Background: an optimization exercise with open tools, aiming at small area and a short achievable clock period. Do not read the settings as production practice.
In this exercise RTL edits were held to simulation tests only and were not proved equivalent to the original.
The flow treats the clock pin as an ideal source, which a real chip does not have.

===== standard.sh =====
#!/bin/bash
# synth_recipe.tcl (not shown) runs the flow's synth.tcl, then flattens the netlist and writes it again
# the make line also repeats each setting of config.mk as NAME=value (left out here)
make -C /OpenROAD-flow-scripts/flow DESIGN_CONFIG=/design/flow/config.mk WORK_HOME=/design/flow/orfs CLKGATE_MAP_FILE= SYNTH_SCRIPT=/design/flow/synth_recipe.tcl "${@:-finish}"

===== config.mk =====
export PLATFORM = sky130hd
export DESIGN_NAME = ring_rx_check
export DESIGN_NICKNAME = ring_rx_check
export VERILOG_FILES = /design/flow/design.v
export SDC_FILE = /design/flow/constraint.sdc
export NUM_CORES = 4
export LEC_CHECK = 0
export CAP_MARGIN = 20
export CORE_MARGIN = 2
export CORE_UTILIZATION = 70
export SLEW_MARGIN = 20
export SYNTH_MEMORY_MAX_BITS = 16384

===== flow/run.sh =====
#!/bin/bash
# The standard layout (standard.sh: the standard synthesis and ORFS steps,
# unchanged), with two settings changed for the make run:
#  - CTS_ARGS: ORFS's own clock_tree_synthesis arguments without the dummy
#    loads CTS adds to balance the tree.
# Every ORFS step writes its own log under orfs/logs; make's output goes to
# make.log here.
set -euo pipefail
bash standard.sh SETUP_SLACK_MARGIN=7.7 \
    "CTS_ARGS=-sink_clustering_enable -repair_clock_nets -dont_use_dummy_load" \
    finish > make.log 2>&1

===== design.v =====
module dec8b10b(code, data, k, ok_m, ok_p);
  input [9:0] code;
  wire [9:0] code;
  output [7:0] data;
  wire [7:0] data;
  output k;
  wire k;
  output ok_m;
  wire ok_m;
  output ok_p;
  wire ok_p;
  wire _000_;
  wire _001_;
  wire _002_;
  wire _003_;
  wire _004_;
  wire _005_;
  wire _006_;
  wire _007_;
  wire _008_;
  wire _009_;
  wire _010_;
  wire _011_;
  wire _012_;
  wire _013_;
  wire _014_;
  wire _015_;
  wire _016_;
  wire _017_;
  wire _018_;
  wire _019_;
  wire _020_;
  wire _021_;
  wire _022_;
  wire _023_;
  wire _024_;
  wire _025_;
  wire _026_;
  wire _027_;
  wire _028_;
  wire _029_;
  wire _030_;
  wire _031_;
  wire _032_;
  wire _033_;
  wire _034_;
  wire _035_;
  wire _036_;
  wire _037_;
  wire _038_;
  wire _039_;
  wire _040_;
  wire _041_;
  wire _042_;
  wire _043_;
  wire _044_;
  wire _045_;
  wire _046_;
  wire _047_;
  wire _048_;
  wire _049_;
  wire _050_;
  wire _051_;
  wire _052_;
  wire _053_;
  wire _054_;
  wire _055_;
  wire _056_;
  wire _057_;
  wire _058_;
  wire _059_;
  wire _060_;
  wire _061_;
  wire _062_;
  wire _063_;
  wire _064_;
  wire _065_;
  wire _066_;
  wire _067_;
  wire _068_;
  wire _069_;
  wire _070_;
  wire _071_;
  wire _072_;
  wire _073_;
  wire _074_;
  wire _075_;
  wire _076_;
  wire _077_;
  wire _078_;
  wire _079_;
  wire _080_;
  wire _081_;
  wire _082_;
  wire _083_;
  wire _084_;
  wire _085_;
  wire _086_;
  wire _087_;
  wire _088_;
  wire _089_;
  wire _090_;
  wire _091_;
  wire _092_;
  wire _093_;
  wire _094_;
  wire _095_;
  wire _096_;
  wire _097_;
  wire _098_;
  wire _099_;
  wire _100_;
  wire _101_;
  wire _102_;
  wire _103_;
  wire _104_;
  wire _105_;
  wire _106_;
  wire _107_;
  wire _108_;
  wire _109_;
  wire _110_;
  wire _111_;
  wire _112_;
  wire _113_;
  wire _114_;
  wire _115_;
  wire _116_;
  wire _117_;
  wire _118_;
  wire _119_;
  wire [3:0] four;
  wire [5:0] six;
  wire [4:0] x;
  wire [2:0] y;
  assign _050_ = code[9] | ~(code[8]);
  assign _051_ = code[6] | ~(code[7]);
  assign _052_ = ~(_051_ & code[8]);
  assign _053_ = ~code[9];
  assign _054_ = code[6] & ~(code[7]);
  assign _055_ = _053_ & ~(_054_);
  assign _056_ = _052_ & ~(_055_);
  assign _057_ = _056_ | ~(_050_);
  assign _058_ = _054_ | ~(_051_);
  assign _059_ = code[1] & ~(code[4]);
  assign _060_ = ~(code[0] | code[3]);
  assign _061_ = code[0] & code[3];
  assign _062_ = ~(_061_ | _060_);
  assign _063_ = code[5] & ~(code[4]);
  assign _064_ = code[3] & code[5];
  assign _065_ = ~(_064_ | _063_);
  assign _066_ = _062_ & ~(_065_);
  assign _067_ = _062_ ? _065_ : code[5];
  assign _068_ = _059_ ? _067_ : _066_;
  assign _069_ = _068_ & ~(code[2]);
  assign _070_ = ~_063_;
  assign _071_ = code[0] ? code[2] : _069_;
  assign _072_ = code[1] ^ code[2];
  assign _073_ = _072_ ^ _062_;
  assign _074_ = _070_ ? _071_ : _073_;
  assign _075_ = _069_ & ~(_074_);
  assign _076_ = code[8] | ~(code[9]);
  assign _077_ = _075_ ? _050_ : _076_;
  assign _078_ = _058_ & ~(_077_);
  assign data[7] = _057_ & ~(_078_);
  assign _079_ = _071_ & ~(_063_);
  assign _080_ = code[5] | code[4];
  assign _081_ = code[5] & code[4];
  assign _082_ = _080_ & ~(_081_);
  assign _083_ = _073_ ? _070_ : _082_;
  assign _084_ = ~(_083_ | _079_);
  assign _085_ = code[2] & ~(_084_);
  assign data[2] = _085_ | _068_;
  assign _086_ = ~(code[0] & code[2]);
  assign _087_ = code[1] | code[2];
  assign _088_ = _060_ & ~(_087_);
  assign _089_ = _086_ & ~(_088_);
  assign _090_ = ~(_061_ | code[2]);
  assign _091_ = code[1] & ~(_090_);
  assign _092_ = _091_ | ~(_089_);
  assign _093_ = _081_ & ~(code[3]);
  assign _094_ = _093_ | _092_;
  assign _095_ = _073_ & ~(_094_);
  assign _096_ = _092_ & ~(_080_);
  assign _097_ = _070_ & ~(_096_);
  assign _098_ = _095_ ? _063_ : _097_;
  assign _099_ = _064_ & ~(code[2]);
  assign _100_ = _099_ & ~(_073_);
  assign data[4] = _098_ & ~(_100_);
  assign _101_ = ~_084_;
  assign _102_ = ~code[0];
  assign _103_ = _083_ & ~(_102_);
  assign _104_ = _074_ & ~(_103_);
  assign data[1] = code[1] ? _101_ : _104_;
  assign _105_ = ~(code[8] | code[9]);
  assign _106_ = code[8] & code[9];
  assign _107_ = code[6] ? _105_ : _106_;
  assign _108_ = code[9] & ~(code[6]);
  assign _109_ = code[7] & ~(_050_);
  assign _110_ = _109_ | _108_;
  assign _111_ = code[6] & ~(code[9]);
  assign _112_ = ~code[7];
  assign _113_ = _112_ & ~(_076_);
  assign _114_ = _113_ | _111_;
  assign _115_ = _075_ ? _110_ : _114_;
  assign data[5] = _115_ | _107_;
  assign data[0] = _102_ ? _074_ : _101_;
  assign _116_ = _082_ | _073_;
  assign _117_ = ~(_116_ & _062_);
  assign data[3] = data[0] ? _117_ : _062_;
  assign _118_ = _075_ ? _114_ : _110_;
  assign data[6] = _118_ | _107_;
  assign _119_ = ~_081_;
  assign _000_ = _092_ | _119_;
  assign _001_ = code[2] & code[3];
  assign _002_ = _001_ & ~(_000_);
  assign _003_ = ~(_082_ & _073_);
  assign _004_ = _003_ | ~(_098_);
  assign _005_ = _107_ & _056_;
  assign _006_ = _005_ & ~(_004_);
  assign _007_ = _006_ | _002_;
  assign k = _007_ | _075_;
  assign _008_ = ~_073_;
  assign _009_ = ~(_089_ | _072_);
  assign _010_ = _080_ & ~(_009_);
  assign _011_ = _008_ ? _010_ : _094_;
  assign _012_ = _003_ & _116_;
  assign _013_ = _106_ | ~(_054_);
  assign _014_ = _001_ | ~(_080_);
  assign _015_ = _014_ & ~(_082_);
  assign _016_ = code[9] & ~(_015_);
  assign _017_ = code[8] | code[7];
  assign _018_ = _017_ | _016_;
  assign _019_ = _005_ | code[6];
  assign _020_ = _018_ & ~(_019_);
  assign _021_ = _013_ & ~(_020_);
  assign _022_ = _105_ & ~(code[7]);
  assign _023_ = _015_ | ~(_022_);
  assign _024_ = _004_ & ~(_023_);
  assign _025_ = _024_ | _021_;
  assign _026_ = _025_ | _012_;
  assign _027_ = ~_082_;
  assign _028_ = _092_ ? _080_ : _119_;
  assign _029_ = _008_ ? _027_ : _028_;
  assign _030_ = _073_ & code[5];
  assign _031_ = ~(_075_ | _030_);
  assign _032_ = _004_ & ~(_031_);
  assign _033_ = _053_ & ~(_032_);
  assign _034_ = _052_ | _112_;
  assign _035_ = _034_ | _033_;
  assign _036_ = ~code[6];
  assign _037_ = ~(_106_ & _036_);
  assign _038_ = _031_ & ~(_037_);
  assign _039_ = code[7] & ~(_105_);
  assign _040_ = _036_ & ~(_039_);
  assign _041_ = _040_ | _022_;
  assign _042_ = _041_ | _038_;
  assign _043_ = _035_ & ~(_042_);
  assign _044_ = _043_ & ~(_029_);
  assign _045_ = _026_ & ~(_044_);
  assign ok_m = _011_ & ~(_045_);
  assign _046_ = _029_ | _025_;
  assign _047_ = _012_ | _011_;
  assign _048_ = _043_ & ~(_047_);
  assign _049_ = _048_ | ~(_046_);
  assign ok_p = _049_ & ~(_009_);
  assign y = data[7:5];
  assign x = data[4:0];
  assign four = code[9:6];
  assign six = code[5:0];
endmodule
module ring_rx_check (
    input  wire        clk,
    input  wire        rst,           
    input  wire        col_valid,     
    input  wire [39:0] col_code,      
    input  wire        los,           
    output reg         v_valid,       
    output reg  [3:0]  v_reason,      
    output reg  [9:0]  v_len,         
    output wire [95:0] v_hdr,         
    output reg  [15:0] cnt_good,
    output reg  [15:0] cnt_hcrc,
    output reg  [15:0] cnt_bad,
    output wire [63:0] cnt_cv         
);
    localparam [3:0] R_GOOD      = 4'd0;
    localparam [3:0] R_HCRC      = 4'd1;
    localparam [3:0] R_LL_BAD    = 4'd2;
    localparam [3:0] R_SHORT     = 4'd3;
    localparam [3:0] R_LONG      = 4'd4;
    localparam [3:0] R_UNALIGNED = 4'd5;
    localparam [3:0] R_TRAILER   = 4'd6;
    localparam [3:0] R_ENDBAD    = 4'd7;
    localparam [3:0] R_CONTROL   = 4'd8;
    localparam [3:0] R_LANEFAULT = 4'd9;
    localparam [7:0] K27_7 = 8'hFB;
    localparam [7:0] K29_7 = 8'hFD;
    localparam [7:0] K30_7 = 8'hFE;
    localparam [31:0] CRC32_RESIDUE = 32'hDEBB20E3;
    integer i, b;
    reg  [39:0] c1;
    reg         v1, f1, r1;
    always @(posedge clk) begin
        c1 <= col_code;
        v1 <= col_valid && !rst;
        f1 <= los && !rst;
        r1 <= rst;
    end
    reg  [3:0]  rd;
    reg  [3:0]  rd_next;
    wire [31:0] dec_data;
    wire [3:0]  dec_k, dec_ok_m, dec_ok_p;
    genvar g;
    generate
        for (g = 0; g < 4; g = g + 1) begin : lane
            dec8b10b u_dec (
                .code (c1[10*g +: 10]),
                .data (dec_data[8*g +: 8]),
                .k    (dec_k[g]),
                .ok_m (dec_ok_m[g]),
                .ok_p (dec_ok_p[g])
            );
        end
    endgenerate
    localparam [63:0] SIX_POS  = 64'hFFE8E880E8808000;
    localparam [63:0] SIX_NEG  = 64'h00010117011717FF;
    localparam [15:0] FOUR_POS = 16'hF880;
    localparam [15:0] FOUR_NEG = 16'h011F;
    always @* begin
        for (i = 0; i < 4; i = i + 1)
            rd_next[i] = FOUR_POS[c1[10*i+6 +: 4]] ||
                         (!FOUR_NEG[c1[10*i+6 +: 4]] &&
                          (SIX_POS[c1[10*i +: 6]] ||
                           (!SIX_NEG[c1[10*i +: 6]] && rd[i])));
    end
    always @(posedge clk) begin
        if (r1)
            rd <= 4'b0000;
        else if (v1)
            rd <= rd_next;
    end
    wire [3:0] dec_cv = (rd & ~dec_ok_p) | (~rd & ~dec_ok_m);
    reg  [31:0] d2;
    reg  [3:0]  k2, cv2;
    reg         v2, f2, r2;
    always @(posedge clk) begin
        d2  <= dec_data;
        k2  <= dec_k;
        cv2 <= dec_cv;
        v2  <= v1 && !rst;
        f2  <= f1 && !rst;
        r2  <= r1;
    end
    reg [15:0] cv_cnt [0:3];
    always @(posedge clk) begin
        for (i = 0; i < 4; i = i + 1)
            if (rst)
                cv_cnt[i] <= 16'd0;
            else if (v2 && cv2[i] && cv_cnt[i] != 16'hFFFF)
                cv_cnt[i] <= cv_cnt[i] + 16'd1;
    end
    assign cnt_cv = {cv_cnt[3], cv_cnt[2], cv_cnt[1], cv_cnt[0]};
    reg [4:0] col_no;
    reg [4:0] ts1 [0:3];
    reg [4:0] ts2 [0:3];
    reg [4:0] ts3 [0:3];
    reg [1:0] live [0:3];
    reg [3:0] lane_fault;
    reg [1:0] live_now [0:3];     
    always @* begin
        for (i = 0; i < 4; i = i + 1) begin
            live_now[i] = live[i];
            if ((live[i] == 2'd1 && ts1[i] == col_no) ||
                (live[i] == 2'd2 && ts2[i] == col_no) ||
                (live[i] == 2'd3 && ts3[i] == col_no))
                live_now[i] = live[i] - 2'd1;
            lane_fault[i] = cv2[i] && live[i] == 2'd3 && ts3[i] != col_no;
        end
    end
    always @(posedge clk) begin
        if (r2) begin
            col_no <= 5'd0;
            for (i = 0; i < 4; i = i + 1)
                live[i] <= 2'd0;
        end else if (v2) begin
            col_no <= col_no + 5'd1;
            for (i = 0; i < 4; i = i + 1)
                if (lane_fault[i])
                    live[i] <= 2'd0;
                else if (cv2[i])
                    live[i] <= live_now[i] + 2'd1;
                else
                    live[i] <= live_now[i];
        end
        for (i = 0; i < 4; i = i + 1)
            if (v2 && cv2[i]) begin
                ts1[i] <= col_no;
                ts2[i] <= ts1[i];
                ts3[i] <= ts2[i];
            end
    end
    wire fault2 = f2 || (v2 && lane_fault != 4'b0000);
    reg [3:0] is_end, is_ctl, is_e30;
    reg       start2, end_seen, any_nd, first_ctl, first_e30;
    reg [1:0] first;
    always @* begin
        for (i = 0; i < 4; i = i + 1) begin
            is_end[i] = k2[i] && !cv2[i] &&
                        (d2[8*i +: 8] == K29_7 || d2[8*i +: 8] == K30_7);
            is_e30[i] = k2[i] && !cv2[i] && d2[8*i +: 8] == K30_7;
            is_ctl[i] = cv2[i] || (k2[i] && !is_end[i]);
        end
        start2   = k2 == 4'b1111 && cv2 == 4'b0000 &&
                   d2 == {K27_7, K27_7, K27_7, K27_7};
        end_seen = is_end != 4'b0000;
        any_nd   = (k2 | cv2) != 4'b0000;
        first     = 2'd0;
        first_ctl = is_ctl[0];
        first_e30 = is_e30[0];
        for (i = 3; i >= 0; i = i - 1)
            if (k2[i] || cv2[i]) begin
                first     = i;
                first_ctl = is_ctl[i];
                first_e30 = is_e30[i];
            end
    end
    reg [1:0]  hpos;
    reg [31:0] crc32;
    reg [15:0] crc16;    
    reg [79:0] hdr;      
    wire [31:0] crc32_next;
    crc32_x32 u_crc32 (.t(crc32 ^ d2), .o(crc32_next));
    wire [15:0] crc16_half, crc16_col;
    crc16_x16 u_crc16_half (.t(crc16 ^ {d2[7:0], d2[15:8]}), .o(crc16_half));
    crc16_x16 u_crc16_col  (.t(crc16_half ^ {d2[23:16], d2[31:24]}), .o(crc16_col));
    always @(posedge clk) begin
        if (r2)
            hpos <= 2'd3;
        else if (v2) begin
            if (start2)
                hpos <= 2'd0;
            else if (hpos != 2'd3)
                hpos <= hpos + 2'd1;
        end
        if (v2) begin
            if (start2)
                crc32 <= 32'hFFFFFFFF;
            else
                crc32 <= crc32_next;
        end
        if (v2 && start2)
            crc16 <= 16'hFFFF;
        if (v2 && !start2) begin
            if (hpos == 2'd0) begin
                hdr[31:0] <= d2;
                crc16     <= crc16_col;
            end
            if (hpos == 2'd1) begin
                hdr[63:32] <= d2;
                crc16      <= crc16_col;
            end
            if (hpos == 2'd2) begin
                hdr[79:64] <= d2[15:0];
                crc16      <= crc16_half;
            end
        end
    end
    assign v_hdr = {crc16, hdr};
    wire       crc_ok  = crc32 == CRC32_RESIDUE;
    wire       hcrc_ok = crc16_half == d2[31:16];
    reg        in_frame;
    reg        skip;         
    reg [7:0]  ncol;         
    always @(posedge clk)
        if (v2)
            ncol <= start2 ? 8'd0 : ncol + 8'd1;
    wire [7:0] lmax_col = hdr[7] ^ hdr[6] ? 8'd132 : 8'd20;
    wire       ll_bad   = hdr[23] && (hdr[7:6] != 2'b11 || hdr[14:8] != 7'h7F);
    wire       too_long = ncol == lmax_col && !(any_nd && first == 2'd0);
    wire       hdr_bad  = ncol == 8'd2 && (!hcrc_ok || ll_bad);
    reg [3:0]  reason;
    reg [9:0]  len;
    always @* begin
        len = {ncol, 2'b00};
        if (fault2)
            reason = R_LANEFAULT;
        else if (too_long)
            reason = R_LONG;
        else if (any_nd) begin
            len = {ncol, first};
            if (first_ctl)
                reason = R_CONTROL;
            else if (ncol[7:2] == 6'd0)
                reason = R_SHORT;
            else if (first != 2'd0)
                reason = R_UNALIGNED;
            else if (first_e30)
                reason = R_ENDBAD;
            else if (!crc_ok)
                reason = R_TRAILER;
            else
                reason = R_GOOD;
        end else begin
            len    = 10'd12;
            reason = hcrc_ok ? R_LL_BAD : R_HCRC;
        end
    end
    always @(posedge clk) begin
        v_reason <= reason;
        v_len    <= len;
        if (r2) begin
            in_frame <= 1'b0;
            skip     <= 1'b0;
        end
        if (rst)
            v_valid <= 1'b0;
        else begin
            v_valid <= 1'b0;
            if (fault2) begin
                if (in_frame) begin
                    v_valid  <= 1'b1;
                    in_frame <= 1'b0;
                end
                skip <= 1'b0;
            end else if (v2 && skip) begin
                if (end_seen)
                    skip <= 1'b0;
            end else if (v2) begin
                if (in_frame) begin
                    if (too_long || any_nd || hdr_bad) begin
                        v_valid  <= 1'b1;
                        in_frame <= 1'b0;
                        skip     <= too_long ? !end_seen : !any_nd && !hcrc_ok;
                    end
                end
                if (start2)
                    in_frame <= 1'b1;
            end
        end
    end
    always @(posedge clk) begin
        if (rst) begin
            cnt_good <= 16'd0;
            cnt_hcrc <= 16'd0;
            cnt_bad  <= 16'd0;
        end else if (v_valid) begin
            if (v_reason == R_GOOD) begin
                if (cnt_good != 16'hFFFF) cnt_good <= cnt_good + 16'd1;
            end else if (v_reason == R_HCRC) begin
                if (cnt_hcrc != 16'hFFFF) cnt_hcrc <= cnt_hcrc + 16'd1;
            end else begin
                if (cnt_bad != 16'hFFFF) cnt_bad <= cnt_bad + 16'd1;
            end
        end
    end
endmodule
module crc32_x32 (
    input  wire [31:0] t,
    output wire [31:0] o
);
    wire x_x0 = t[0] ^ t[22];
    wire x_x1 = t[2] ^ t[7];
    wire x_x2 = t[3] ^ t[21];
    wire x_x3 = t[1] ^ t[23];
    wire x_x4 = t[4] ^ x_x0;
    wire x_x5 = t[5] ^ t[12];
    wire x_x6 = t[13] ^ t[29];
    wire x_x7 = t[6] ^ t[11];
    wire x_x8 = t[10] ^ t[26];
    wire x_x9 = t[17] ^ t[24];
    wire x_x10 = t[19] ^ t[27];
    wire x_x11 = t[14] ^ t[30];
    wire x_x12 = t[16] ^ t[28];
    wire x_x13 = t[18] ^ t[25];
    wire x_x14 = t[15] ^ t[31];
    wire x_x15 = t[8] ^ t[9];
    wire x_x16 = t[20] ^ x_x1;
    wire x_x17 = t[23] ^ x_x12;
    wire x_x18 = t[3] ^ t[5];
    wire x_x19 = t[4] ^ t[24];
    wire x_x20 = t[25] ^ t[29];
    wire x_x21 = t[28] ^ x_x2;
    wire x_x22 = x_x6 ^ x_x11;
    wire x_x23 = x_x3 ^ x_x10;
    wire x_x24 = t[8] ^ x_x5;
    wire x_x25 = x_x4 ^ x_x13;
    wire x_x26 = t[18] ^ t[26];
    wire x_x27 = t[0] ^ t[12];
    wire x_x28 = t[9] ^ t[14];
    wire x_x29 = t[2] ^ t[20];
    wire x_x30 = t[27] ^ t[30];
    wire x_x31 = t[31] ^ x_x8;
    wire x_x32 = t[7] ^ x_x14;
    wire x_x33 = x_x3 ^ x_x9;
    wire x_x34 = x_x7 ^ x_x8;
    wire x_x35 = x_x6 ^ x_x27;
    wire x_x36 = x_x1 ^ x_x2;
    wire x_x37 = t[6] ^ t[26];
    wire x_x38 = t[13] ^ t[17];
    wire x_x39 = t[2] ^ t[28];
    wire x_x40 = t[0] ^ t[31];
    wire x_x41 = t[7] ^ t[13];
    wire x_x42 = t[11] ^ t[15];
    wire x_x43 = t[8] ^ t[22];
    wire x_x44 = t[9] ^ t[15];
    wire x_x45 = t[6] ^ t[10];
    wire x_x46 = t[7] ^ t[16];
    wire x_x47 = t[6] ^ x_x14;
    wire x_x48 = t[20] ^ x_x11;
    wire x_x49 = x_x20 ^ x_x29;
    wire x_x50 = t[10] ^ x_x2;
    wire x_x51 = x_x1 ^ x_x28;
    wire x_x52 = t[24] ^ x_x15;
    wire x_x53 = x_x5 ^ x_x14;
    wire x_x54 = t[25] ^ x_x7;
    wire x_x55 = x_x18 ^ x_x45;
    wire x_x56 = t[5] ^ x_x0;
    wire x_x57 = t[27] ^ x_x15;
    wire x_x58 = t[22] ^ x_x19;
    wire x_x59 = t[9] ^ x_x34;
    wire x_x60 = t[21] ^ x_x4;
    wire x_x61 = t[1] ^ x_x22;
    wire x_x62 = x_x36 ^ x_x47;
    wire x_x63 = x_x16 ^ x_x19;
    wire x_x64 = x_x21 ^ x_x40;
    wire x_x65 = x_x9 ^ x_x50;
    wire x_x66 = x_x13 ^ x_x21;
    wire x_x67 = x_x9 ^ x_x17;
    wire x_x68 = x_x13 ^ x_x32;
    wire x_x69 = x_x4 ^ x_x16;
    wire x_x70 = x_x12 ^ x_x23;
    wire x_x71 = t[3] ^ t[8];
    wire x_x72 = t[16] ^ x_x3;
    wire x_x73 = x_x37 ^ x_x71;
    wire x_x74 = x_x72 ^ x_x73;
    wire x_x75 = x_x69 ^ x_x74;
    wire x_x76 = t[4] ^ t[5];
    wire x_x77 = x_x76 ^ x_x36;
    wire x_x78 = x_x33 ^ x_x57;
    wire x_x79 = x_x77 ^ x_x78;
    wire x_x80 = x_x39 ^ x_x52;
    wire x_x81 = x_x55 ^ x_x25;
    wire x_x82 = x_x80 ^ x_x81;
    wire x_x83 = t[4] ^ t[7];
    wire x_x84 = t[19] ^ x_x3;
    wire x_x85 = x_x18 ^ x_x20;
    wire x_x86 = x_x83 ^ x_x84;
    wire x_x87 = x_x85 ^ x_x59;
    wire x_x88 = x_x86 ^ x_x87;
    wire x_x89 = x_x30 ^ x_x34;
    wire x_x90 = x_x24 ^ x_x63;
    wire x_x91 = x_x89 ^ x_x90;
    wire x_x92 = x_x5 ^ x_x41;
    wire x_x93 = x_x54 ^ x_x57;
    wire x_x94 = x_x92 ^ x_x64;
    wire x_x95 = x_x93 ^ x_x94;
    wire x_x96 = t[3] ^ t[10];
    wire x_x97 = x_x28 ^ x_x29;
    wire x_x98 = x_x96 ^ x_x35;
    wire x_x99 = x_x17 ^ x_x97;
    wire x_x100 = x_x98 ^ x_x99;
    wire x_x101 = t[4] ^ x_x42;
    wire x_x102 = x_x101 ^ x_x65;
    wire x_x103 = x_x61 ^ x_x102;
    wire x_x104 = t[2] ^ t[11];
    wire x_x105 = t[16] ^ x_x11;
    wire x_x106 = x_x104 ^ x_x53;
    wire x_x107 = x_x105 ^ x_x25;
    wire x_x108 = x_x106 ^ x_x107;
    wire x_x109 = t[19] ^ x_x38;
    wire x_x110 = x_x14 ^ x_x24;
    wire x_x111 = x_x109 ^ x_x69;
    wire x_x112 = x_x110 ^ x_x111;
    wire x_x113 = t[5] ^ t[13];
    wire x_x114 = x_x26 ^ x_x113;
    wire x_x115 = x_x51 ^ x_x114;
    wire x_x116 = x_x60 ^ x_x115;
    wire x_x117 = t[14] ^ t[15];
    wire x_x118 = x_x43 ^ x_x117;
    wire x_x119 = x_x55 ^ x_x23;
    wire x_x120 = x_x118 ^ x_x119;
    wire x_x121 = x_x7 ^ x_x44;
    wire x_x122 = x_x17 ^ x_x121;
    wire x_x123 = x_x63 ^ x_x122;
    wire x_x124 = t[0] ^ x_x46;
    wire x_x125 = x_x20 ^ x_x24;
    wire x_x126 = x_x124 ^ x_x65;
    wire x_x127 = x_x125 ^ x_x126;
    wire x_x128 = t[1] ^ t[26];
    wire x_x129 = t[30] ^ x_x7;
    wire x_x130 = x_x38 ^ x_x15;
    wire x_x131 = x_x128 ^ x_x129;
    wire x_x132 = x_x130 ^ x_x25;
    wire x_x133 = x_x131 ^ x_x132;
    wire x_x134 = t[18] ^ x_x5;
    wire x_x135 = x_x51 ^ x_x23;
    wire x_x136 = x_x31 ^ x_x134;
    wire x_x137 = x_x135 ^ x_x136;
    wire x_x138 = x_x41 ^ x_x42;
    wire x_x139 = x_x8 ^ x_x58;
    wire x_x140 = x_x138 ^ x_x70;
    wire x_x141 = x_x139 ^ x_x140;
    wire x_x142 = t[11] ^ t[14];
    wire x_x143 = t[27] ^ x_x142;
    wire x_x144 = x_x49 ^ x_x24;
    wire x_x145 = x_x143 ^ x_x67;
    wire x_x146 = x_x144 ^ x_x145;
    wire x_x147 = t[30] ^ x_x37;
    wire x_x148 = x_x44 ^ x_x9;
    wire x_x149 = x_x35 ^ x_x147;
    wire x_x150 = x_x148 ^ x_x66;
    wire x_x151 = x_x149 ^ x_x150;
    wire x_x152 = x_x46 ^ x_x10;
    wire x_x153 = x_x31 ^ x_x152;
    wire x_x154 = x_x61 ^ x_x25;
    wire x_x155 = x_x153 ^ x_x154;
    wire x_x156 = t[17] ^ x_x7;
    wire x_x157 = x_x10 ^ x_x11;
    wire x_x158 = x_x12 ^ x_x18;
    wire x_x159 = x_x32 ^ x_x4;
    wire x_x160 = x_x156 ^ x_x157;
    wire x_x161 = x_x158 ^ x_x159;
    wire x_x162 = x_x160 ^ x_x161;
    wire x_x163 = t[3] ^ t[17];
    wire x_x164 = t[29] ^ x_x0;
    wire x_x165 = x_x39 ^ x_x26;
    wire x_x166 = x_x163 ^ x_x53;
    wire x_x167 = x_x164 ^ x_x165;
    wire x_x168 = x_x166 ^ x_x167;
    wire x_x169 = t[30] ^ x_x6;
    wire x_x170 = x_x10 ^ x_x43;
    wire x_x171 = x_x26 ^ x_x16;
    wire x_x172 = x_x169 ^ x_x170;
    wire x_x173 = x_x171 ^ x_x172;
    wire x_x174 = t[23] ^ x_x10;
    wire x_x175 = x_x15 ^ x_x48;
    wire x_x176 = x_x174 ^ x_x64;
    wire x_x177 = x_x175 ^ x_x176;
    wire x_x178 = t[29] ^ x_x8;
    wire x_x179 = x_x52 ^ x_x17;
    wire x_x180 = x_x178 ^ x_x62;
    wire x_x181 = x_x179 ^ x_x180;
    wire x_x182 = x_x30 ^ x_x33;
    wire x_x183 = x_x49 ^ x_x59;
    wire x_x184 = x_x182 ^ x_x183;
    wire x_x185 = t[11] ^ t[12];
    wire x_x186 = t[24] ^ x_x1;
    wire x_x187 = x_x30 ^ x_x185;
    wire x_x188 = x_x31 ^ x_x186;
    wire x_x189 = x_x187 ^ x_x66;
    wire x_x190 = x_x188 ^ x_x189;
    wire x_x191 = t[31] ^ x_x35;
    wire x_x192 = x_x54 ^ x_x16;
    wire x_x193 = x_x70 ^ x_x191;
    wire x_x194 = x_x192 ^ x_x193;
    wire x_x195 = t[6] ^ t[12];
    wire x_x196 = x_x195 ^ x_x22;
    wire x_x197 = x_x67 ^ x_x60;
    wire x_x198 = x_x196 ^ x_x197;
    wire x_x199 = x_x33 ^ x_x56;
    wire x_x200 = x_x22 ^ x_x68;
    wire x_x201 = x_x199 ^ x_x200;
    wire x_x202 = t[3] ^ t[19];
    wire x_x203 = x_x202 ^ x_x48;
    wire x_x204 = x_x58 ^ x_x68;
    wire x_x205 = x_x203 ^ x_x204;
    wire x_x206 = t[1] ^ t[19];
    wire x_x207 = t[25] ^ x_x206;
    wire x_x208 = x_x56 ^ x_x207;
    wire x_x209 = x_x62 ^ x_x208;
    assign o[0] = x_x75;
    assign o[1] = x_x79;
    assign o[2] = x_x82;
    assign o[3] = x_x88;
    assign o[4] = x_x91;
    assign o[5] = x_x95;
    assign o[6] = x_x100;
    assign o[7] = x_x103;
    assign o[8] = x_x108;
    assign o[9] = x_x112;
    assign o[10] = x_x116;
    assign o[11] = x_x120;
    assign o[12] = x_x123;
    assign o[13] = x_x127;
    assign o[14] = x_x133;
    assign o[15] = x_x137;
    assign o[16] = x_x141;
    assign o[17] = x_x146;
    assign o[18] = x_x151;
    assign o[19] = x_x155;
    assign o[20] = x_x162;
    assign o[21] = x_x168;
    assign o[22] = x_x173;
    assign o[23] = x_x177;
    assign o[24] = x_x181;
    assign o[25] = x_x184;
    assign o[26] = x_x190;
    assign o[27] = x_x194;
    assign o[28] = x_x198;
    assign o[29] = x_x201;
    assign o[30] = x_x205;
    assign o[31] = x_x209;
endmodule
module crc16_x16 (
    input  wire [15:0] t,
    output wire [15:0] o
);
    wire x_x0 = t[9] ^ t[13];
    wire x_x1 = t[10] ^ t[14];
    wire x_x2 = t[4] ^ t[8];
    wire x_x3 = t[7] ^ t[15];
    wire x_x4 = t[6] ^ x_x1;
    wire x_x5 = t[5] ^ x_x0;
    wire x_x6 = t[12] ^ x_x2;
    wire x_x7 = t[3] ^ t[11];
    wire x_x8 = t[1] ^ t[12];
    wire x_x9 = t[0] ^ t[11];
    wire x_x10 = t[2] ^ t[13];
    wire x_x11 = t[14] ^ x_x7;
    wire x_x12 = x_x5 ^ x_x8;
    wire x_x13 = x_x6 ^ x_x9;
    wire x_x14 = t[15] ^ x_x6;
    wire x_x15 = t[11] ^ x_x4;
    wire x_x16 = x_x3 ^ x_x11;
    wire x_x17 = x_x10 ^ x_x4;
    wire x_x18 = x_x5 ^ x_x13;
    wire x_x19 = x_x4 ^ x_x12;
    wire x_x20 = x_x3 ^ x_x10;
    wire x_x21 = x_x20 ^ x_x15;
    wire x_x22 = t[8] ^ t[12];
    wire x_x23 = x_x22 ^ x_x16;
    wire x_x24 = x_x0 ^ x_x14;
    wire x_x25 = x_x1 ^ x_x5;
    wire x_x26 = t[15] ^ x_x15;
    wire x_x27 = t[0] ^ x_x2;
    wire x_x28 = x_x3 ^ x_x27;
    wire x_x29 = t[8] ^ t[1];
    wire x_x30 = t[5] ^ t[9];
    wire x_x31 = x_x29 ^ x_x30;
    wire x_x32 = t[9] ^ t[2];
    wire x_x33 = t[10] ^ t[6];
    wire x_x34 = x_x32 ^ x_x33;
    wire x_x35 = t[7] ^ t[10];
    wire x_x36 = x_x7 ^ x_x35;
    assign o[0] = x_x13;
    assign o[1] = x_x12;
    assign o[2] = x_x17;
    assign o[3] = x_x16;
    assign o[4] = x_x14;
    assign o[5] = x_x18;
    assign o[6] = x_x19;
    assign o[7] = x_x21;
    assign o[8] = x_x23;
    assign o[9] = x_x24;
    assign o[10] = x_x25;
    assign o[11] = x_x26;
    assign o[12] = x_x28;
    assign o[13] = x_x31;
    assign o[14] = x_x34;
    assign o[15] = x_x36;
endmodule

===== constraint.sdc =====
create_clock -name core_clock -period 11.0 [get_ports {clk}]
set_input_delay 2.2000 -clock core_clock [delete_from_list [all_inputs] [get_ports {clk}]]
set_output_delay 2.2000 -clock core_clock [all_outputs]
set_load 0.01 [all_outputs]

==> results of run 1 <==
[worst register-to-register path, delay by kind of cell, from the launching register on]
kind                      cells  cell delay, ns
and+or+nand+nor               6            1.73
AOI/OAI and AO/OA             1            0.65
DFF                           1            0.68
xor gates and xnor gates      1            0.25
[state kept, by name (all words and copies together), names as in the netlist, 20 cells and up]
register / cells
c1: 40
crc32: 32
cv_cnt: 64
d2: 32
hdr: 80
ts1: 20
ts2: 20
ts3: 20
[layout make-up]
cell class / count / area [µm²] / share of cell area, %
Multi-Input combinational cell: 1702 / 12470 / 44.48
Sequential cell: 430 / 10810 / 38.55
Timing Repair Buffer: 386 / 2796 / 9.976
Antenna cell: 1 / 2.502 / 0.008927
Tap cell: 442 / 553.0 / 1.973
Clock buffer: 44 / 1101 / 3.928
Inverter: 81 / 304.0 / 1.085
[layer usage]
| metal | up-vias | track usage [%] | wire length, µm |
|---|---|---|---|
| li1 | 8710 | - | - |
| met1 | 9743 | 48.41 | 27060 |
| met2 | 1758 | 68.08 | 36400 |
| met3 | 582 | 9.235 | 8991 |
| met4 | 8 | 27.42 | 7176 |
| met5 | - | 0 | 39 |
[per-stage QoR]
step | worst slack (ns) | instances | hold WS (ns) | util [%]
4_1_cts | 7.543 | 3041 | 0.4259 | 83.59
3_5_place_dp | 7.387 | 2937 | 0.4223 | 80.59
5_1_grt | 7.490 | 3086 | 0.4587 | 85.93
2_1_floorplan | 7.791 | 2302 | 0.3733 | -
6_report | 7.530 | 3086 | 0.4223 | 85.93
3_3_place_gp | 7.459 | 2937 | 0.4201 | 80.59
[repair_timing]
item                       4_1_cts  5_1_grt
buffers inserted                60       43
pin swaps                        0        3
resized for setup             1143      103
setup endpoints to repair      339      195
[worst paths after layout]
kind | start | end | slack, ns
setup reg to reg | col_no[2] | v_len[8] | 7.59
hold reg to reg | f1 | f2 | 0.42
hold / removal | f1 | f2 | 0.42
setup / recovery | hdr[23] | v_hdr[23] | 7.53
[cell usage in the layout (no fill, tap or decap), types with 42 or more instances in the layout]
cell,count
xnor2_1,314
nand2_1,194
edfxtp_1,180
nor2_1,177
xor2_1,175
buf_4,152
buf_2,150
dfxtp_1,98
a21oi_1,95
o21ai_0,84
dfxtp_4,82
inv_1,81
ha_1,76
dfxtp_2,70
nand3_1,65
nand4_1,56
clkbuf_16,44
clkdlybuf4s50_1,42
[kinds of logic (layout without fill, tap and decap cells)]
kind of cell,Yosys count,after routing,share of synthesized area (%)
other cells,0,1,0
flops,430,430,44.71
xor+xnor,544,544,22.76
simple gates,690,690,14.33
compound gates,371,371,10.41
fa+ha+maj,76,76,4.084
buf+inv,170,511,2.740
mux,21,21,0.9672
==> summary.md, run 1 <==
| Metric | Value |
|---|---|
| Outcome | no timing/DRC/antenna violations |
| Synth Cell Area | 23280 µm² |
| Syn-to-layout area delta | 20.38% |
| Warnings from Yosys | 7 |
| Share of cells above drive strength 1 | 22.59% |
| DPL Wire Length | 47120 µm |
| Largest net degree at the start of global routing | 89 |
| Grt total ovfl | 0 |
| Drt first pass iters | 8 |
| Cell taking the most area after synthesis | edfxtp_1 |
| Hold depth | 1 |
| Startpoint Class | flop |
| CTS Buf Count | 44 |
| Setup CP Type | flop to output port |
| Achievable frequency | 288.2 MHz |
| Drc violations | 0 |
| Final setup fails | 0 |
| Chip width | 186.4 µm |
| Clock skew | 0.04429 ns |
| CP Cell Sequence | buf_2 |
| Worst path required time | 8.80 ns |
| Clock net sink count | 430 |
| First-pass GRT wire length | 112300 µm |
| Total Nets Final | 2765 |
| Most common flop cell mapped by yosys | dfxtp_1 |
| Vias in the first global route | 19800 |
| Max Cap Viol | 0 |
| Peak fanout along the critical path | 2 |
| Post-synth EDFFs | 180 |
| Pins over their slew limit | 0 |
| Std cell rows | 66 |
| Worst Setup End Kind | output port |
| Die area | 34740 µm² |
| WP depth | 1 |
| Synth top area share | 23.21% |
| Crit-path slowest cell | edfxtp_1 |
| Ranking of synthesized cells by area | edfxtp_1 23%, dfxtp_1 21%, xnor2_1 12%, xor2_1 6.8%, ha_1 4.1% |
| Finished Cell Area | 28030 µm² |
| I/O pins | 267 |
| RSZ-0062 raised after global routing | true |
| Filler cell count | 1574 |
| WP data arrival | 1.27 ns |
| Top delay family on crit path | flip-flops |
| Rel. slew slack | 30.36% |
| Initial core utilization | 71.38% |
| R2R depth | 8 |
| 1st-iter DRT viols | 2831 |
| Worst path max stage delay | 0.48 ns |
| Final ANT Viol Nets | 0 |
| Clock-pin slew on the worst setup and hold paths | 0.06 ns |
| Gate Count Post-Synth | 2302 |
| Hold Buf Count CTS | 0 |
| Syn_area_per_cell | 10.12 µm² |
| DIE HEIGHT | 186.4 µm |
| CTS tree | done |
| Tcrit/Tclk final | 31.54% |
| Post-synthesis net count | 2422 |
| Ys async rst share | 0% |
| Synthesized flop and latch total | 430 |
| Setup tns final | 0 ns |
| Placer Congestion | 0.9910 |
| Drt wl/cell | 25.82 µm |
| Area after DPL | 26290 µm² |
| Initial antenna violation count | 5 |
| Clock insertion delay at the later pin of the skew report | 0.60 ns |
| Final WL | 79670 µm |
| Via count | 20800 |
| Commonest cells in the synthesized netlist | 321 x xnor2_1, 250 x dfxtp_1, 195 x nand2_1, 181 x xor2_1, 180 x edfxtp_1 |
| Vias per inst | 6.740 |
| Crit path time final | 3.470 ns |
| Seq/Total Area, Yosys | 44.71% |
| Final hold violations | 0 |
| Slew @ Worst Pin | 1.045 ns |
| WP buf/inv | 1 |
| Most common cell in the netlist | xnor2_1 |
| Core footprint | 32620 µm² |
| Post-synth cell types | 80 |
| Worst hold path type | flop to flop |
| PortBufs | 266 |
| Gr usage total | 41.22% |
==> inputs of run 2 (changes only) <==
--- a/config.mk
+++ b/config.mk
@@ -7,6 +7,6 @@
 export LEC_CHECK = 0
 export CAP_MARGIN = 20
 export CORE_MARGIN = 2
-export CORE_UTILIZATION = 70
+export CORE_UTILIZATION = 60
 export SLEW_MARGIN = 20
 export SYNTH_MEMORY_MAX_BITS = 16384
==> summary.md, run 2 <==
| Metric | Value |
|---|---|
| Worst path required time | 8.80 ns |
| Slew @ Worst Pin | 1.085 ns |
| Hold Buf Count CTS | 0 |
| DPL Wire Length | 45750 µm |
| Worst setup margin | 7.633 ns |
| Ranking of synthesized cells by area | edfxtp_1 23%, dfxtp_1 21%, xnor2_1 12%, xor2_1 6.8%, ha_1 4.1% |
| CTS Buf Count | 46 |
| Post-Synth Adder-Cell Area | 4.084% |
| Final WL | 64440 µm |
| CTS tree | done |
| Post-Synth XOR/XNOR Area | 22.76% |
| Syn_area_per_cell | 10.12 µm² |
| Final hold violations | 0 |
| Startpoint Class | flop |
| DIE HEIGHT | 201.0 µm |
| Number of flip-flops in the largest register | 80 |
| Drc violations | 0 |
| Synthesized flop and latch total | 430 |
| Tcrit/Tclk final | 30.60% |
| Synth Area in Simple Gates | 14.33% |
| Seq/Total Area, Yosys | 44.71% |
| Synth Area in Compound Gates | 10.41% |
| Cell taking the most area after synthesis | edfxtp_1 |
| Share of cells above drive strength 1 | 21.62% |
| Most common cell after layout, fill and taps aside | xnor2_1 |
| Chip width | 201.0 µm |
| First-pass GRT wire length | 99500 µm |
| PortBufs | 266 |
| Setup CP Type | flop to output port |
| Post-synth cell types | 80 |
| Peak fanout along the critical path | 2 |
| Initial core utilization | 60.53% |
| Achievable frequency | 297.0 MHz |
| Initial antenna violation count | 0 |
| Most common cell in the netlist | xnor2_1 |
| Synth Cell Area | 23280 µm² |
| Most frequent cells in the layout | 316 x xnor2_1, 195 x nand2_1, 180 x edfxtp_1 |
| Std cell rows | 72 |
| Placer Congestion | 1.007 |
| Clock skew | 0.05801 ns |
| Warnings from Yosys | 7 |
| Final ANT Viol Nets | 0 |
| Gate Count Post-Synth | 2302 |
| Core footprint | 38470 µm² |
| Via count | 18490 |
| Post-synthesis net count | 2422 |
| Drt first pass iters | 5 |
| Worst path max stage delay | 0.43 ns |
| Outcome | no timing/DRC/antenna violations |
| Clock insertion delay at the later pin of the skew report | 0.57 ns |
| Post-synth EDFFs | 180 |
| Most common flop cell mapped by yosys | dfxtp_1 |
| Vias per inst | 5.878 |
| Syn-to-layout area delta | 19.76% |
| Worst Setup End Kind | output port |
| RSZ-0062 raised after global routing | true |
| Commonest cells in the synthesized netlist | 321 x xnor2_1, 250 x dfxtp_1, 195 x nand2_1, 181 x xor2_1, 180 x edfxtp_1 |
| Drt wl/cell | 20.48 µm |
| CP Cell Sequence | buf_2 |
| Crit path time final | 3.367 ns |
| Clock net sink count | 430 |
| WP buf/inv | 1 |
| Gr usage total | 31.21% |
| Final setup fails | 0 |
| Largest net degree at the start of global routing | 105 |
| Setup tns final | 0 ns |
| WP data arrival | 1.17 ns |
| Rel. slew slack | 27.67% |
| Dpl ws | 7.425 ns |
| Largest family of logic cells by synthesized area | XOR/XNOR gates |
| 1st-iter DRT viols | 1362 |
| Final Core Density | 72.49% |
| Worst hold path type | flop to flop |
| Max Cap Viol | 0 |
| I/O pins | 267 |
| Biggest regs | hdr x80, cv_cnt x64, c1 x40 |
| Synth top area share | 23.21% |
| Crit-path slowest cell | edfxtp_1 |
| Total Nets Final | 2749 |
| Grt total ovfl | 0 |
| Most flop-heavy register | hdr |
| Clock-pin slew on the worst setup and hold paths | 0.06 ns |
| Pins over their slew limit | 0 |
| Die area | 40400 µm² |
| Mux cell area share after synthesis | 0.9672% |
| Vias in the first global route | 18140 |
| Top delay family on crit path | flip-flops |
| Ys async rst share | 0% |
run 2: metal layers:
| layer | vias to the layer above | wire, µm | GRT usage, % |
|---|---|---|---|
| met5 | - | 0 | 0 |
| met4 | 0 | 3245 | 14.55 |
| met2 | 664 | 30940 | 52.57 |
| met1 | 8953 | 26030 | 39.61 |
| met3 | 181 | 4229 | 4.773 |
| li1 | 8694 | - | - |
run 2: worst paths after layout:
check,slack (ns),cells past startpoint,startpoint,endpoint
setup reg to reg,7.78,8,d2[0],crc16[8]
setup / recovery,7.63,1,hdr[8],v_hdr[8]
hold / removal,0.44,1,f1,f2
hold reg to reg,0.44,1,f1,f2
run 2: logic make-up after synthesis:
group | count (synthesis)
XOR/XNOR | 544
flip-flops | 430
adder cells (fa/ha/maj) | 76
AO/OA/AOI/OAI | 371
buffers and inverters | 170
AND/OR/NAND/NOR | 690
multiplexers | 21
run 2: metrics by stage:
step | hold slack (ns) | area, µm² | instances
floorplan | 0.3733 | 23290 | 2302
global route | 0.4519 | 27880 | 3145
global placement | 0.4295 | 26380 | 3012
finish | 0.4434 | 27890 | 3146
CTS | 0.4427 | 27460 | 3126
detailed placement | 0.4313 | 26380 | 3012
run 2: timing repair:
item / 4_1_cts / 5_1_grt
cloned: 0 / 0
setup endpoints to repair: 238 / 120
hold endpoints to repair: 0 / 0
buffers inserted: 68 / 19
resized for setup: 1132 / 65
run 2: area by class of cell:
class	count	area (µm²)
diodes	1	2.502
fillers	2904	10580
repair buffers	368	2625
inverters	81	307.8
well taps	518	648.1
multi-input cells	1702	12420
flip-flops and latches	430	10740
clock buffers	46	1151
==> inputs of run 3 (changes only) <==
--- a/flow/run.sh
+++ b/flow/run.sh
@@ -7,5 +7,5 @@
 # make.log here.
 set -euo pipefail
 bash standard.sh SETUP_SLACK_MARGIN=7.7 \
-    "CTS_ARGS=-sink_clustering_enable -repair_clock_nets -dont_use_dummy_load" \
+    "CTS_ARGS=-repair_clock_nets -dont_use_dummy_load" \
     finish > make.log 2>&1
==> summary.md, run 3 <==
| Metric | Value |
|---|---|
| Synth Area in Compound Gates | 10.41% |
| Pins over their slew limit | 0 |
| Most common flop cell mapped by yosys | dfxtp_1 |
| Core footprint | 38470 µm² |
| Most frequent cells in the layout | 318 x xnor2_1, 195 x nand2_1, 180 x edfxtp_1 |
| R2R depth | 7 |
| Final hold violations | 0 |
| Met1 usage | 39.84% |
| Syn-to-layout area delta | 24.62% |
| Startpoint Class | flop |
| Most used routing layer | met2 |
| Crit-path slowest cell | edfxtp_1 |
| Synth Cell Area | 23280 µm² |
| Worst Min Path Start | f1 |
| Synth top area share | 23.21% |
| Hold slack | 0.4441 ns |
| Slew @ Worst Pin | 1.095 ns |
| Worst path required time | 8.80 ns |
| Gr usage total | 32.43% |
| DPL Wire Length | 45750 µm |
| Via count | 19050 |
| Chip width | 201.0 µm |
| Final WL | 66560 µm |
| Post-synthesis net count | 2422 |
| Max Cap Viol | 0 |
| Ys async rst share | 0% |
| Die area | 40400 µm² |
| Total Nets Final | 2816 |
| CP Cell Sequence | buf_2 |
| RSZ-0062 raised after global routing | true |
| Number of flip-flops in the largest register | 80 |
| Clock skew | 0.02406 ns |
| Largest net degree at the start of global routing | 105 |
| WP data arrival | 1.27 ns |
| Worst hold path type | flop to flop |
| Share of cells above drive strength 1 | 23.76% |
| First-pass GRT wire length | 102300 µm |
| Synth Area in Simple Gates | 14.33% |
| Filler cell count | 2658 |
| Achievable frequency | 288.5 MHz |
| Cell taking the most area after synthesis | edfxtp_1 |
| Commonest cells in the synthesized netlist | 321 x xnor2_1, 250 x dfxtp_1, 195 x nand2_1, 181 x xor2_1, 180 x edfxtp_1 |
| WHS Endpoint | f2 |
| Vias per inst | 5.926 |
| Clock insertion delay at the later pin of the skew report | 0.64 ns |
| Synthesized flop and latch total | 430 |
| Post-synth cell types | 80 |
| Worst path max stage delay | 0.45 ns |
| RR Startpoint | d2[16] |
| Gate Count Post-Synth | 2302 |
| Worst R2R End | crc32[17] |
| I/O pins | 267 |
| Dpl ws | 7.425 ns |
| Drt first pass iters | 6 |
| Drt wl/cell | 20.71 µm |
| Std cell rows | 72 |
| Worst setup margin | 7.534 ns |
| Placer Congestion | 1.007 |
| Setup tns final | 0 ns |
| Most flop-heavy register | hdr |
| Clock-pin slew on the worst setup and hold paths | 0.08 ns |
| Tcrit/Tclk final | 31.51% |
| Hold depth | 1 |
| Top delay family on crit path | flip-flops |
| CTS tree | done |
| Most common cell in the netlist | xnor2_1 |
| Worst Setup End Kind | output port |
| 1st-iter DRT viols | 1485 |
| Mux cell area share after synthesis | 0.9672% |
| Initial core utilization | 60.53% |
| Post-synth EDFFs | 180 |
| Clock net sink count | 430 |
| Post-Synth Adder-Cell Area | 4.084% |
| WP buf/inv | 1 |
| CTS Buf Count | 49 |
| Post-Synth XOR/XNOR Area | 22.76% |
| R2r setup slk | 7.74 ns |
| Setup CP Type | flop to output port |
| Final setup fails | 0 |
| Biggest regs | hdr x80, cv_cnt x64, c1 x40 |
| Outcome | no timing/DRC/antenna violations |
| Crit path time final | 3.466 ns |
| Peak fanout along the critical path | 2 |
| PortBufs | 266 |
| Met3 Use GR | 5.633% |
| Hold Buf Count CTS | 0 |
| Ranking of synthesized cells by area | edfxtp_1 23%, dfxtp_1 21%, xnor2_1 12%, xor2_1 6.8%, ha_1 4.1% |
| Drc violations | 0 |
| Final ANT Viol Nets | 0 |
| Seq/Total Area, Yosys | 44.71% |
| Grt total ovfl | 0 |
| Met2 Use GR | 54.24% |
| Initial antenna violation count | 2 |
| Rel. slew slack | 27.03% |
| Vias in the first global route | 18710 |
| Most common cell after layout, fill and taps aside | xnor2_1 |
| DIE HEIGHT | 201.0 µm |
| Warnings from Yosys | 7 |
| WP depth | 1 |
| Syn_area_per_cell | 10.12 µm² |
| Largest family of logic cells by synthesized area | XOR/XNOR gates |
run 3: cell counts after synthesis:
No cell type changed its count.
run 3: worst max-delay path by stage:
stage	start	end	slack (ns)
4_1_cts	hdr[8]	v_hdr[8]	7.52
3_5_place_dp	rst	cv_cnt[0][8]	7.43
5_1_grt	hdr[8]	v_hdr[8]	7.52
6_report	hdr[8]	v_hdr[8]	7.53
3_3_place_gp	rst	cv_cnt[0][10]	7.48
2_1_floorplan	rst	cv_cnt[0][0]	7.79
run 3: through the flow:
step	utilization, %	std cells	cell area [µm²]
finish	75.43	3214	29020
global route	75.43	3213	29010
CTS	74.44	3195	28640
detailed placement	68.57	3012	26380
global placement	68.57	3012	26380
floorplan	-	2302	23290
run 3: cells by family after synthesis:
kind of cell	Yosys count
AOI/OAI and AO/OA	371
xor gates and xnor gates	544
adders and majority gates	76
buffers and inverters	170
DFF	430
muxes	21
and+or+nand+nor	690
run 3: what timing repair did:
action,CTS,global route
buffers inserted,134,17
setup endpoints to repair,237,225
cloned,0,0
resized for setup,1262,55
run 3: layout make-up:
| type | instances | area [µm²] | area share, % |
|---|---|---|---|
| clock buffers | 49 | 1226 | 4.226 |
| inverters | 81 | 307.8 | 1.061 |
| multi-input cells | 1702 | 12400 | 42.74 |
| diodes | 2 | 5.005 | 0.01725 |
| repair buffers | 432 | 3690 | 12.72 |
| well taps | 518 | 648.1 | 2.234 |
| flip-flops and latches | 430 | 10740 | 37.01 |
run 3: layer usage:
layer	wire, µm	vias to the layer above	share of wire [%]
met4	3267	0	4.9
li1	-	8829	-
met1	26670	9267	40
met5	0	-	0
met3	4137	183	6.2
met2	32490	767	49
==> inputs of run 4 (changes only) <==
--- a/flow/run.sh
+++ b/flow/run.sh
@@ -7,5 +7,5 @@
 # make.log here.
 set -euo pipefail
 bash standard.sh SETUP_SLACK_MARGIN=7.7 \
-    "CTS_ARGS=-repair_clock_nets -dont_use_dummy_load" \
+    "CTS_ARGS=-sink_clustering_enable -repair_clock_nets -dont_use_dummy_load -sink_clustering_size 20 -sink_clustering_max_diameter 50" \
     finish > make.log 2>&1
==> summary.md, run 4 <==
| Metric | Value |
|---|---|
| Post-synth EDFFs | 180 |
| Clock insertion delay at the later pin of the skew report | 0.56 ns |
| Hold slack | 0.4535 ns |
| CP Cell Sequence | buf_2 |
| DIE HEIGHT | 201.0 µm |
| Startpoint Class | flop |
| Most common cell in the netlist | xnor2_1 |
| Ys async rst share | 0% |
| Chip width | 201.0 µm |
| Placer Congestion | 1.007 |
| Clock net sink count | 430 |
| Slew @ Worst Pin | 1.104 ns |
| Drt first pass iters | 5 |
| Share of cells above drive strength 1 | 21.12% |
| Cell count after placement | 3012 |
| Final ANT Viol Nets | 0 |
| Synthesized flop and latch total | 430 |
| Initial antenna violation count | 1 |
| Syn-to-layout area delta | 18.52% |
| Area after DPL | 26380 µm² |
| Biggest regs | hdr x80, cv_cnt x64, c1 x40 |
| Multi-input logic area | 12400 µm² |
| Die area | 40400 µm² |
| Seq/Total Area, Yosys | 44.71% |
| Grt total ovfl | 0 |
| CTS Buf Count | 40 |
| Final hold violations | 0 |
| Final setup fails | 0 |
| Post-synth cell types | 80 |
| Most common flop cell mapped by yosys | dfxtp_1 |
| Clock skew | 0.04158 ns |
| WP buf/inv | 1 |
| I/O pins | 267 |
| Final WL | 63610 µm |
| Final cell count without fillers | 3138 |
| Most frequent cells in the layout | 318 x xnor2_1, 195 x nand2_1, 180 x edfxtp_1 |
| Crit path time final | 3.393 ns |
| DPL Wire Length | 45750 µm |
| Rel. slew slack | 26.38% |
| Top delay family on crit path | flip-flops |
| Setup CP Type | flop to output port |
| Setup tns final | 0 ns |
| Outcome | no timing/DRC/antenna violations |
| Pins over their slew limit | 0 |
| Peak fanout along the critical path | 2 |
| Most common cell after layout, fill and taps aside | xnor2_1 |
| Tcrit/Tclk final | 30.85% |
| Most flop-heavy register | hdr |
| Syn_area_per_cell | 10.12 µm² |
| Drt wl/cell | 20.27 µm |
| Clock-pin slew on the worst setup and hold paths | 0.07 ns |
| Synth top area share | 23.21% |
| Largest net degree at the start of global routing | 105 |
| Worst path max stage delay | 0.45 ns |
| Std cell rows | 72 |
| CTS tree | done |
| Finished Cell Area | 27600 µm² |
| Worst path required time | 8.80 ns |
| Vias per inst | 5.878 |
| Vias in the first global route | 17960 |
| Filler cell count | 2936 |
| WP data arrival | 1.19 ns |
| Drc violations | 0 |
| Post-synthesis net count | 2422 |
| Max Cap Viol | 0 |
| Achievable frequency | 294.7 MHz |
| Via count | 18450 |
| Initial core utilization | 60.53% |
| First-pass GRT wire length | 98930 µm |
| Ranking of synthesized cells by area | edfxtp_1 23%, dfxtp_1 21%, xnor2_1 12%, xor2_1 6.8%, ha_1 4.1% |
| Gate Count Post-Synth | 2302 |
| Synth Cell Area | 23280 µm² |
| Cell taking the most area after synthesis | edfxtp_1 |
| Gr usage total | 30.92% |
| Worst hold path type | flop to flop |
| Crit-path slowest cell | edfxtp_1 |
| Worst Setup End Kind | output port |
| Number of flip-flops in the largest register | 80 |
| Warnings from Yosys | 7 |
| PortBufs | 266 |
| Total Nets Final | 2740 |
| Commonest cells in the synthesized netlist | 321 x xnor2_1, 250 x dfxtp_1, 195 x nand2_1, 181 x xor2_1, 180 x edfxtp_1 |
| 1st-iter DRT viols | 1409 |
| Sequential Area | 10730 µm² |
| RSZ-0062 raised after global routing | true |
| Core footprint | 38470 µm² |
run 4: cell counts after synthesis:
No cell type changed its count.
run 4: layer usage:
layer  vias to the layer above  share of wire [%]  GRT usage [%]  wire [µm]
met1                      8914                 41          39.81      26190
met2                       683                 48          52.19      30630
li1                       8684                  -              -          -
met3                       164                6.1          3.864       3863
met5                         -                  0              0          0
met4                         0                4.6          14.18       2922
run 4: timing repair:
action	4_1_cts	5_1_grt
hold buffers	0	0
endpoints found under the hold margin	0	0
gates cloned	0	0
endpoints found under the setup margin	237	103
setup buffers	71	13
resized for setup	1114	58
run 4: cell families after synthesis:
| logic type | after synthesis | synth area share (%) |
|---|---|---|
| and+or+nand+nor | 690 | 14.33 |
| muxes | 21 | 0.9672 |
| xor gates and xnor gates | 544 | 22.76 |
| DFF | 430 | 44.71 |
| AOI/OAI and AO/OA | 371 | 10.41 |
| buffers and inverters | 170 | 2.740 |
| adders and majority gates | 76 | 4.084 |
run 4: final timing paths:
check                           startpoint        to  slack (ns)  cells past startpoint
worst max-delay path                hdr[8]  v_hdr[8]        7.61                      1
worst max register to register       d2[0]  crc16[8]        7.76                      8
worst min-delay path                    f1        f2        0.45                      1
worst min register to register          f1        f2        0.45                      1
run 4: final cells by class:
cell class / count / area share [%]
diodes: 2 / 0.01813
clock buffers: 40 / 3.627
flip-flops and latches: 430 / 38.89
inverters: 81 / 1.115
repair buffers: 365 / 9.072
well taps: 518 / 2.348
multi-input cells: 1702 / 44.93
run 4: through the flow:
stage / worst slack, ns / util, %
final: 7.607 / 71.74
after global routing: 7.568 / 71.74
after floorplan: 7.791 / -
after detailed placement: 7.425 / 68.57
after CTS: 7.547 / 70.86
after global placement: 7.481 / 68.57
==> inputs of run 5 (changes only) <==
--- a/config.mk
+++ b/config.mk
@@ -8,5 +8,6 @@
 export CAP_MARGIN = 20
 export CORE_MARGIN = 2
 export CORE_UTILIZATION = 60
+export GPL_TIMING_DRIVEN = 1
 export SLEW_MARGIN = 20
 export SYNTH_MEMORY_MAX_BITS = 16384
==> summary.md, run 5 <==
| Metric | Value |
|---|---|
| Outcome | no timing/DRC/antenna violations |
| CTS Buf Count | 40 |
| R2R depth | 8 |
| Post-synthesis net count | 2422 |
| PortBufs | 266 |
| Worst setup margin | 7.607 ns |
| DIE HEIGHT | 201.0 µm |
| Total Nets Final | 2740 |
| Worst R2R End | crc16[8] |
| Clock insertion delay at the later pin of the skew report | 0.56 ns |
| Slew @ Worst Pin | 1.104 ns |
| Worst hold path type | flop to flop |
| Drt first pass iters | 5 |
| Final ANT Viol Nets | 0 |
| Clock net sink count | 430 |
| Via count | 18450 |
| Setup tns final | 0 ns |
| Die area | 40400 µm² |
| RR Startpoint | d2[0] |
| Cell taking the most area after synthesis | edfxtp_1 |
| Commonest cells in the synthesized netlist | 321 x xnor2_1, 250 x dfxtp_1, 195 x nand2_1, 181 x xor2_1, 180 x edfxtp_1 |
| Vias in the first global route | 17960 |
| Achievable frequency | 294.7 MHz |
| Initial core utilization | 60.53% |
| Worst path required time | 8.80 ns |
| Critical path origin | hdr[8] |
| Most flop-heavy register | hdr |
| Most common cell after layout, fill and taps aside | xnor2_1 |
| WHS Endpoint | f2 |
| I/O pins | 267 |
| Biggest regs | hdr x80, cv_cnt x64, c1 x40 |
| Most common flop cell mapped by yosys | dfxtp_1 |
| Peak fanout along the critical path | 2 |
| WP buf/inv | 1 |
| Seq/Total Area, Yosys | 44.71% |
| Startpoint Class | flop |
| Synth top area share | 23.21% |
| Top delay family on crit path | flip-flops |
| Setup CP Type | flop to output port |
| DPL Wire Length | 45750 µm |
| Drc violations | 0 |
| Filler cell count | 2936 |
| CP Cell Sequence | buf_2 |
| Placer Congestion | 1.007 |
| Worst Setup End Kind | output port |
| 1st-iter DRT viols | 1409 |
| Post-synth cell types | 80 |
| R2r setup slk | 7.76 ns |
| Worst path max stage delay | 0.45 ns |
| Ranking of synthesized cells by area | edfxtp_1 23%, dfxtp_1 21%, xnor2_1 12%, xor2_1 6.8%, ha_1 4.1% |
| Pins over their slew limit | 0 |
| Crit path time final | 3.393 ns |
| Tcrit/Tclk final | 30.85% |
| Number of flip-flops in the largest register | 80 |
| Ys async rst share | 0% |
| Vias per inst | 5.878 |
| Drt wl/cell | 20.27 µm |
| Grt total ovfl | 0 |
| Area after DPL | 26380 µm² |
| First-pass GRT wire length | 98930 µm |
| Max Cap Viol | 0 |
| Dpl ws | 7.425 ns |
| Warnings from Yosys | 7 |
| Hold depth | 1 |
| CTS tree | done |
| WP data arrival | 1.19 ns |
| Final WL | 63610 µm |
| Synth Cell Area | 23280 µm² |
| Final setup fails | 0 |
| Syn-to-layout area delta | 18.52% |
| Hold Buf Count CTS | 0 |
| Worst Min Path Start | f1 |
| Post-synth EDFFs | 180 |
| Gate Count Post-Synth | 2302 |
| Crit-path slowest cell | edfxtp_1 |
| Clock-pin slew on the worst setup and hold paths | 0.07 ns |
| Rel. slew slack | 26.38% |
| Synthesized flop and latch total | 430 |
| Finished Cell Area | 27600 µm² |
| Gr usage total | 30.92% |
| Share of cells above drive strength 1 | 21.12% |
| Chip width | 201.0 µm |
| Most common cell in the netlist | xnor2_1 |
| RSZ-0062 raised after global routing | true |
| Syn_area_per_cell | 10.12 µm² |
| Core footprint | 38470 µm² |
| Largest net degree at the start of global routing | 105 |
| Clock skew | 0.04158 ns |
| Final hold violations | 0 |
| Most frequent cells in the layout | 318 x xnor2_1, 195 x nand2_1, 180 x edfxtp_1 |
| Std cell rows | 72 |
| Initial antenna violation count | 1 |
[run 5: cell counts after synthesis]
No cell type changed its count.
[run 5: cell families (layout without fill, tap and decap cells)]
| logic type | after synthesis | after routing | share of synthesized area [%] |
|---|---|---|---|
| xor gates and xnor gates | 544 | 544 | 22.76 |
| and+or+nand+nor | 690 | 690 | 14.33 |
| adders and majority gates | 76 | 76 | 4.084 |
| buffers and inverters | 170 | 486 | 2.740 |
| AOI/OAI and AO/OA | 371 | 371 | 10.41 |
| muxes | 21 | 21 | 0.9672 |
| DFF | 430 | 430 | 44.71 |
| other | 0 | 2 | 0 |
[run 5: stage by stage]
stage | hold WS, ns | cells | utilization (%)
2_1_floorplan | 0.3733 | 2302 | -
3_3_place_gp | 0.4295 | 3012 | 68.57
3_5_place_dp | 0.4313 | 3012 | 68.57
4_1_cts | 0.4474 | 3123 | 70.86
5_1_grt | 0.4608 | 3137 | 71.74
6_report | 0.4535 | 3138 | 71.74
[run 5: timing repair]
item	4_1_cts	5_1_grt
buffers inserted	71	13
endpoints found under the hold margin	0	0
resized for setup	1114	58
pin swaps	0	0
setup endpoints to repair	237	103
[run 5: metal layers]
| metal | share of wire, % | wire (µm) | up-vias | GRT usage, % |
|---|---|---|---|---|
| li1 | - | - | 8684 | - |
| met4 | 4.6 | 2922 | 0 | 14.18 |
| met3 | 6.1 | 3863 | 164 | 3.864 |
| met5 | 0 | 0 | - | 0 |
| met2 | 48 | 30630 | 683 | 52.19 |
| met1 | 41 | 26190 | 8914 | 39.81 |
[run 5: layout make-up]
type,count,area (µm²),area share [%]
multi-input cells,1702,12400,44.93
flip-flops and latches,430,10730,38.89
repair buffers,365,2504,9.072
clock buffers,40,1001,3.627
well taps,518,648.1,2.348
inverters,81,307.8,1.115
diodes,2,5.005,0.01813
[run 5: worst max-delay path by stage]
stage	endpoint	slack, ns	depth (start not counted)
6_report	v_hdr[8]	7.61	1
5_1_grt	cv2[1]	7.57	10
4_1_cts	v_hdr[92]	7.55	1
3_5_place_dp	cv_cnt[0][8]	7.43	3
3_3_place_gp	cv_cnt[0][10]	7.48	3
2_1_floorplan	cv_cnt[0][0]	7.79	4

[separate check: timing with driven ports]
How much do the figures lean on ideal ports? The routed layouts below were timed once more, with nothing changed but the port constraints.
Step 1 (the two cells are an assumption about what drives the block):
set clk [get_ports {clk}]
set_driving_cell -lib_cell sky130_fd_sc_hd__clkbuf_16 $clk
set_driving_cell -lib_cell sky130_fd_sc_hd__buf_2 [delete_from_list [all_inputs] $clk]
Step 2 moves the port delays by t, midway between the first and last clock arrival at a register: inputs arrive t later, outputs are due t later. That takes back most of the time a late clock gives input paths.
Slacks: no drivers / after step 1 / after step 2; pairs: no drivers / after step 1.
run | t, ns | setup slack, ns | hold slack, ns
run 1 | 0.637 | 7.530 / 7.472 / 6.978 | 0.422 / 0.422 / 0.422
run 2 | 0.600 | 7.633 / 7.576 / 7.317 | 0.443 / 0.443 / 0.443
run 3 | 0.683 | 7.534 / 7.477 / 7.265 | 0.444 / 0.444 / 0.444
run 4 | 0.602 | 7.607 / 7.548 / 7.315 | 0.453 / 0.453 / 0.453
run 5 | 0.602 | 7.607 / 7.548 / 7.315 | 0.453 / 0.453 / 0.453
After both steps setup and hold are still met in every run listed. The setup slack of run 1, which loses most, moves by -0.058 ns with the drivers and by -0.552 ns with both steps.
